Context: an optimization exercise on an open-source flow, tuned for small area, a short achievable clock period and few clock cycles. The choices shown serve that exercise and are no tape-out recipe.
Function was checked by simulation only, so behaviour that the tests miss may differ from the original.
Power is estimated from default activity; no workload was simulated.

==> indigo: inputs <==
==> flow/design.v (excerpt) <==
module ce_alu (
    input  wire        clk,
    input  wire        rst,         
    input  wire        in_valid,
    output wire        in_ready,
    input  wire [7:0]  op,
    input  wire [1:0]  sz,          
    input  wire [31:0] a,           
    input  wire [31:0] b,           
    input  wire [31:0] c,           
    input  wire [4:0]  flags_in,    
    output reg         out_valid,
    output reg  [31:0] result,
    output wire [4:0]  flags_out,
    output reg         wr_d,
    output reg  [1:0]  exc          
);
    localparam FC = 0, FV = 1, FZ = 2, FN = 3, FT = 4;
    localparam ST_NORM = 4'd0, ST_MUL = 4'd1, ST_MULC = 4'd2, ST_DIVA = 4'd3,
               ST_DIVB = 4'd4, ST_DIV = 4'd5, ST_DIVF = 4'd6, ST_CRC = 4'd7,
               ST_FFS  = 4'd8;
    function automatic multi_op(input [7:0] o, input [1:0] s);
        multi_op = (s != 2'd3) &&
                   (((o[7:4] == 4'h1) && (o[3:0] >= 4'h4) && (o[3:0] <= 4'hA)) ||
                    (o == 8'h35) ||
                    (((o == 8'h37) || (o == 8'h38)) && (s != 2'd0)));
    endfunction
    reg [4:0]  fo_base;
    reg        fo_zr, fo_nr;
    reg [1:0]  fo_sz;
    assign flags_out = {fo_base[FT],
                        fo_nr ? msb_at(result, fo_sz) : fo_base[FN],
                        fo_zr ? (result == 32'd0) : fo_base[FZ],
                        fo_base[FV], fo_base[FC]};
    reg        rdy;
    reg        v1;
    reg [3:0]  st;
    reg [4:0]  cnt;
    reg        neg_q_r, neg_r_r, mcorr_r;
    reg [7:0]  op1;
    reg [1:0]  sz1;
    reg [31:0] a1, b1, c1;
    reg [4:0]  f1;
    assign in_ready = rdy;
    wire [31:0] mask_in = (sz == 2'd0) ? 32'h0000_00FF :
                          (sz == 2'd1) ? 32'h0000_FFFF : 32'hFFFF_FFFF;
    wire        crc_in  = (op == 8'h37) || (op == 8'h38);
    wire        mul_in  = (op == 8'h14) || (op == 8'h15) || (op == 8'h16);
    wire [31:0] a_sx_in = (sz == 2'd0) ? {{24{a[7]}}, a[7:0]} :
                          (sz == 2'd1) ? {{16{a[15]}}, a[15:0]} : a;
    wire s8  = (sz1 == 2'd0);
    wire s16 = (sz1 == 2'd1);
    wire [31:0] mask = s8 ? 32'h0000_00FF : s16 ? 32'h0000_FFFF : 32'hFFFF_FFFF;
    wire [4:0]  modmask = s8 ? 5'd7 : s16 ? 5'd15 : 5'd31;
    function automatic msb_at(input [31:0] x, input [1:0] s);
        msb_at = (s == 2'd0) ? x[7] : (s == 2'd1) ? x[15] : x[31];
    endfunction
  ...
export LEC_CHECK = 0
export ABC_AREA = 1
export CAP_MARGIN = 20
export CORE_MARGIN = 2
export CORE_UTILIZATION = 35
export SETUP_SLACK_MARGIN = 5
export SLEW_MARGIN = 20
export TNS_END_PERCENT = 0
create_clock -name core_clock -period 10.0 [get_ports {clk}]
run.sh (not shown) runs the stock make flow with config.mk's settings and CLKGATE_MAP_FILE= SYNTH_SCRIPT=/design/flow/synth_recipe.tcl, a recipe that flattens the netlist after the stock synthesis.
==> sierra: changes against indigo <==
--- a/flow/design.v
+++ b/flow/design.v
@@ -31,28 +31,26 @@
     assign flags_out = {fo_base[FT],
                         fo_nr ? msb_at(result, fo_sz) : fo_base[FN],
                         fo_zr ? (result == 32'd0) : fo_base[FZ],
                         fo_base[FV], fo_base[FC]};
     reg        rdy;
     reg        v1;
     reg [3:0]  st;
     reg [4:0]  cnt;
-    reg        neg_q_r, neg_r_r, mcorr_r;
+    reg        neg_q_r, neg_r_r, mcorr_r, ym1;
     reg [7:0]  op1;
     reg [1:0]  sz1;
     reg [31:0] a1, b1, c1;
     reg [4:0]  f1;
     assign in_ready = rdy;
     wire [31:0] mask_in = (sz == 2'd0) ? 32'h0000_00FF :
                           (sz == 2'd1) ? 32'h0000_FFFF : 32'hFFFF_FFFF;
     wire        crc_in  = (op == 8'h37) || (op == 8'h38);
     wire        mul_in  = (op == 8'h14) || (op == 8'h15) || (op == 8'h16);
-    wire [31:0] a_sx_in = (sz == 2'd0) ? {{24{a[7]}}, a[7:0]} :
-                          (sz == 2'd1) ? {{16{a[15]}}, a[15:0]} : a;
     wire s8  = (sz1 == 2'd0);
     wire s16 = (sz1 == 2'd1);
     wire [31:0] mask = s8 ? 32'h0000_00FF : s16 ? 32'h0000_FFFF : 32'hFFFF_FFFF;
     wire [4:0]  modmask = s8 ? 5'd7 : s16 ? 5'd15 : 5'd31;
     function automatic msb_at(input [31:0] x, input [1:0] s);
         msb_at = (s == 2'd0) ? x[7] : (s == 2'd1) ? x[15] : x[31];
     endfunction
     wire        a_neg = msb_at(a1, sz1);
@@ -130,22 +128,19 @@
     wire [31:0] rep     = s8 ? {4{a1[7:0]}} : s16 ? {2{a1[15:0]}} : a1;
     wire        is_shl  = op_sh & ~op1[3] & ~op1[0];
     wire        is_shr  = op_sh & ~op1[3] & op1[0];
     wire        is_sar  = op_sh & op1[3] & ~op1[1] & ~op1[0];
     wire        is_rol  = op_sh & op1[3] & op1[0];
     wire        sh_rot  = op_sh & op1[3] & (op1[1] | op1[0]);
     wire [4:0]  dnorm, dnorm_l;
     wire [31:0] rt_x    = dnorm_act ? b1 : rep;
-    reg  [4:0]  rts;
-    wire [4:0]  k_in    = b[4:0] & ((op == 8'h29 || op == 8'h2A) ?
-                          ((sz == 2'd0) ? 5'd7 : (sz == 2'd1) ? 5'd15 : 5'd31) : 5'd31);
-    wire [4:0]  rts_in  = (op == 8'h26 || op == 8'h29) ? (5'd0 - k_in) : k_in;
-    always @(posedge clk) if (rdy) rts <= rts_in;
-    wire [4:0]  rt_s    = dnorm_act ? dnorm_l : rts;
+    wire [4:0]  rt_amt  = sh_rot ? kr : k;
+    wire        rt_left = is_shl || is_rol;
+    wire [4:0]  rt_s    = dnorm_act ? dnorm_l : rt_left ? (5'd0 - rt_amt) : rt_amt;
     wire [31:0] rt1 = rt_s[0] ? {rt_x[0],    rt_x[31:1]}  : rt_x;
     wire [31:0] rt2 = rt_s[1] ? {rt1[1:0],   rt1[31:2]}   : rt1;
     wire [31:0] rt3 = rt_s[2] ? {rt2[3:0],   rt2[31:4]}   : rt2;
     wire [31:0] rt4 = rt_s[3] ? {rt3[7:0],   rt3[31:8]}   : rt3;
     wire [31:0] rot = rt_s[4] ? {rt4[15:0],  rt4[31:16]}  : rt4;
     wire [31:0] thr     = 32'hFFFF_FFFF >> k;           
     wire [31:0] thl;                                    
     genvar gi;
@@ -197,29 +192,29 @@
                 cr = cr[0] ? ((cr >> 1) ^ poly) : (cr >> 1);
             crc_byte = cr;
         end
     endfunction
     wire [31:0] crc_c = crc_byte(a1, b1[7:0], 32'h82F6_3B78);
     wire [31:0] crc_e = crc_byte(a1, b1[7:0], 32'hEDB8_8320);
     wire [31:0] crc_r = op1[0] ? crc_c : crc_e;
     wire        mul_hs   = op1[1];
-    wire [32:0] mx       = {mul_hs & a1[31], a1};    
+    wire [32:0] mx       = {mul_hs & a_neg, mul_hs ? (s8 ? {{24{a1[7]}}, a1[7:0]} :
+                                                      s16 ? {{16{a1[15]}}, a1[15:0]} : a1)
+                                                   : a1};
     wire [31:0] macc     = c1;                   
-    function automatic [2:0] booth_sel(input [2:0] g);    
-        booth_sel = {g[2] & ~(g[1] & g[0]),
-                     (g == 3'b011) || (g == 3'b100),
-                     g[1] ^ g[0]};
-    endfunction
-    reg  [5:0]  bsel;
-    wire [31:0] b_in_m = b & mask_in;
-    wire [5:0]  bsel_n = rdy ? {booth_sel(b_in_m[3:1]), booth_sel({b_in_m[1:0], 1'b0})}
-                             : {booth_sel(b1[7:5]), booth_sel(b1[5:3])};
-    wire        bo0  = bsel[0], bt0 = bsel[1], bn0 = bsel[2];
-    wire        bo1  = bsel[3], bt1 = bsel[4], bn1 = bsel[5];
+    wire        y_m1     = ym1;                  
+    wire [2:0]  bg0  = {b1[1], b1[0], y_m1};
+    wire [2:0]  bg1  = {b1[3], b1[2], b1[1]};
+    wire        bn0  = bg0[2] & ~(bg0[1] & bg0[0]);
+    wire        bn1  = bg1[2] & ~(bg1[1] & bg1[0]);
+    wire        bo0  = bg0[1] ^ bg0[0];
+    wire        bt0  = (bg0 == 3'b011) || (bg0 == 3'b100);
+    wire        bo1  = bg1[1] ^ bg1[0];
+    wire        bt1  = (bg1 == 3'b011) || (bg1 == 3'b100);
     wire [37:0] mxe  = {{5{mx[32]}}, mx};
     wire [37:0] mxe2 = {mxe[36:0], 1'b0};
     wire [37:0] mp0  = ((mxe & {38{bo0}}) | (mxe2 & {38{bt0}})) ^ {38{bn0}};
     wire [37:0] mp1x = ((mxe & {38{bo1}}) | (mxe2 & {38{bt1}})) ^ {38{bn1}};
     wire [37:0] mp1  = {mp1x[35:0], 2'b00};
     wire [37:0] mpa  = {{6{macc[31]}}, macc};
     wire [37:0] mcs  = mpa ^ mp0 ^ mp1;
     wire [37:0] mcc  = {(mpa[36:0] & mp0[36:0]) | (mpa[36:0] & mp1[36:0]) |
@@ -327,28 +322,28 @@
                     else begin
                         st_n  = ST_CRC;
                         cnt_n = s16 ? 5'd1 : 5'd3;
                     end
                 end else if (op_mul) begin
                     st_n  = ST_MUL;
                     cnt_n = s8 ? 5'd1 : s16 ? 5'd3 : 5'd7;
                 end else begin                          
-                    o_res = d_quot ? 32'd0 : a1;        
                     if (bzero) begin
                         o_v   = 1'b1;
                         o_fm  = 5'd0;
                         o_wr  = 1'b0;
                         o_exc = 2'd1;
                     end else if (abs_a) begin
                         st_n  = abs_b ? ST_DIVA : ST_DIVB;
                     end else if (abs_b) begin
                         st_n  = ST_DIVB;
                     end else if (qzero) begin           
                         o_v   = 1'b1;
+                        o_res = d_quot ? 32'd0 : a1;
                     end else begin
                         st_n  = ST_DIV;
                         cnt_n = dnorm;
                     end
                 end
             end
             ST_FFS: begin
                 o_v   = 1'b1;
@@ -370,20 +365,20 @@
             end
             ST_MULC: begin
                 o_v   = 1'b1;
                 o_res = ad_r;
                 st_n  = ST_NORM;
             end
             ST_DIVA: st_n = ST_DIVB;
             ST_DIVB: begin
-                o_res = d_quot ? 32'd0 : a1;
                 if (qzero) begin
                     if (d_quot || !neg_r) begin
                         o_v   = 1'b1;
+                        o_res = d_quot ? 32'd0 : a1;
                         st_n  = ST_NORM;
                     end else
                         st_n  = ST_DIVF;
                 end else begin
                     st_n  = ST_DIV;
                     cnt_n = dnorm;
                 end
             end
@@ -464,24 +459,24 @@
         fo_sz     <= sz1;
         wr_d      <= o_wr;
         exc       <= o_exc;
         if (norm) begin
             neg_q_r <= nq_c;
             neg_r_r <= nr_c;
             mcorr_r <= mcorr_c;
         end
-        bsel <= bsel_n;
+        ym1 <= rdy ? 1'b0 : b1[3];
     end
     always @(posedge clk) begin
         if (rdy) begin
             op1 <= op;
             cls1 <= op_class(op, sz);
             sz1 <= sz;
-            a1  <= crc_in ? a : (op == 8'h16) ? (a_sx_in) : (a & mask_in);
+            a1  <= crc_in ? a : (a & mask_in);
             b1  <= b & mask_in;
             c1  <= mul_in ? 32'd0 : (c & mask_in);
             f1  <= flags_in;
         end else begin
             case (st)
                 ST_NORM: begin
                     if (op_mul) begin
                         c1 <= m_hi;
==> flow/config.mk (replaced) <==
export PLATFORM = sky130hd
export DESIGN_NAME = ce_alu
export DESIGN_NICKNAME = ce_alu
export VERILOG_FILES = /design/flow/design.v
export SDC_FILE = /design/flow/constraint.sdc
export NUM_CORES = 4
export LEC_CHECK = 0
export CAP_MARGIN = 20
export CORE_MARGIN = 2
export CORE_UTILIZATION = 35
export SETUP_SLACK_MARGIN = 5
export SLEW_MARGIN = 20
export TNS_END_PERCENT = 0
==> qor summary <==
| quantity | sierra | indigo |
|---|---|---|
| Power share of the clock group | 11.9% | 10.7% |
| Simple-Gate Fraction of Synth Area | 18.3% | 31.9% |
| Multi-input combinational gate total | 3975 | 4678 |
| Most repeated library cell on the critical path | xor2_1 | nand2_1 |
| Run status | timing/DRC/antenna clean | timing/DRC/antenna clean |
| Share of synthesized area occupied by flip-flops and latches | 14.1% | 14.8% |
| Setup fix buffers added after clock tree synthesis | 98 | 18 |
| Int Power | 2.86 mW | 2.88 mW |
| Largest net degree at the start of global routing | 65 | 66 |
| Startpoint of the lowest-slack register-to-register path | b1[4] | op1[1] |
| Dpl cell area | 38300 µm² | 37700 µm² |
| Crit path to | result[21] | fo_base[4] |
| Cts repair resizes | 213 | 85 |
| Worst clock skew on the final layout | 0.0310 ns | 0.0321 ns |
| Worst slack after detailed placement | 2.48 ns | 3.20 ns |
| Register share of total power | 12.7% | 14.3% |
| Number of register bits inferred by synthesis | 183 | 193 |
| Power per cell area | 174 nW/µm² | 187 nW/µm² |
| Crit-path max FO | 25 | 19 |
| Total via count after detailed routing | 46800 | 48900 |
| Data-path buffer share of cell area in the final layout | 12.0% | 10.1% |
| Sinks on the clock net | 183 | 193 |
| Met1 global-route usage | 65.0% | 61.9% |
| Adder-cell share of the synthesized area | 10.2% | 10.3% |
Testbench counts of indigo, summed over its fixed seeds: cycles 5,894.
Testbench counts of sierra, summed over its fixed seeds: cycles 5,894.

[re-timing with driven ports]
Ports are ideal in the flow. The routed layouts listed here were re-timed in OpenROAD. Step 1: set_driving_cell puts a clkbuf_16 on clk and a buf_2 on each other input, an assumption about the parent block. Step 2 times the ports against the registers' clock, not the clock port: input delays grow and output delays shrink by t, the midpoint of the rising clock arrivals with the driver on. Slacks: no drivers / after step 1 / after step 2; pairs: no drivers / after step 1.
run | t, ns | slack for setup (ns) | worst setup path at the end | worst slew at a driven data input, ns | pins driven straight from the clock port
indigo | 0.630 | 4.690 / 4.690 / 4.646 | input to register | 0.08 | 1
sierra | 0.643 | 4.009 / 4.009 / 4.009 | register to register | 0.11 | 1
After both steps every run listed still meets setup and hold. For indigo, which loses most, drivers alone change the setup slack by 0.000 ns; drivers and shift together by -0.044 ns.
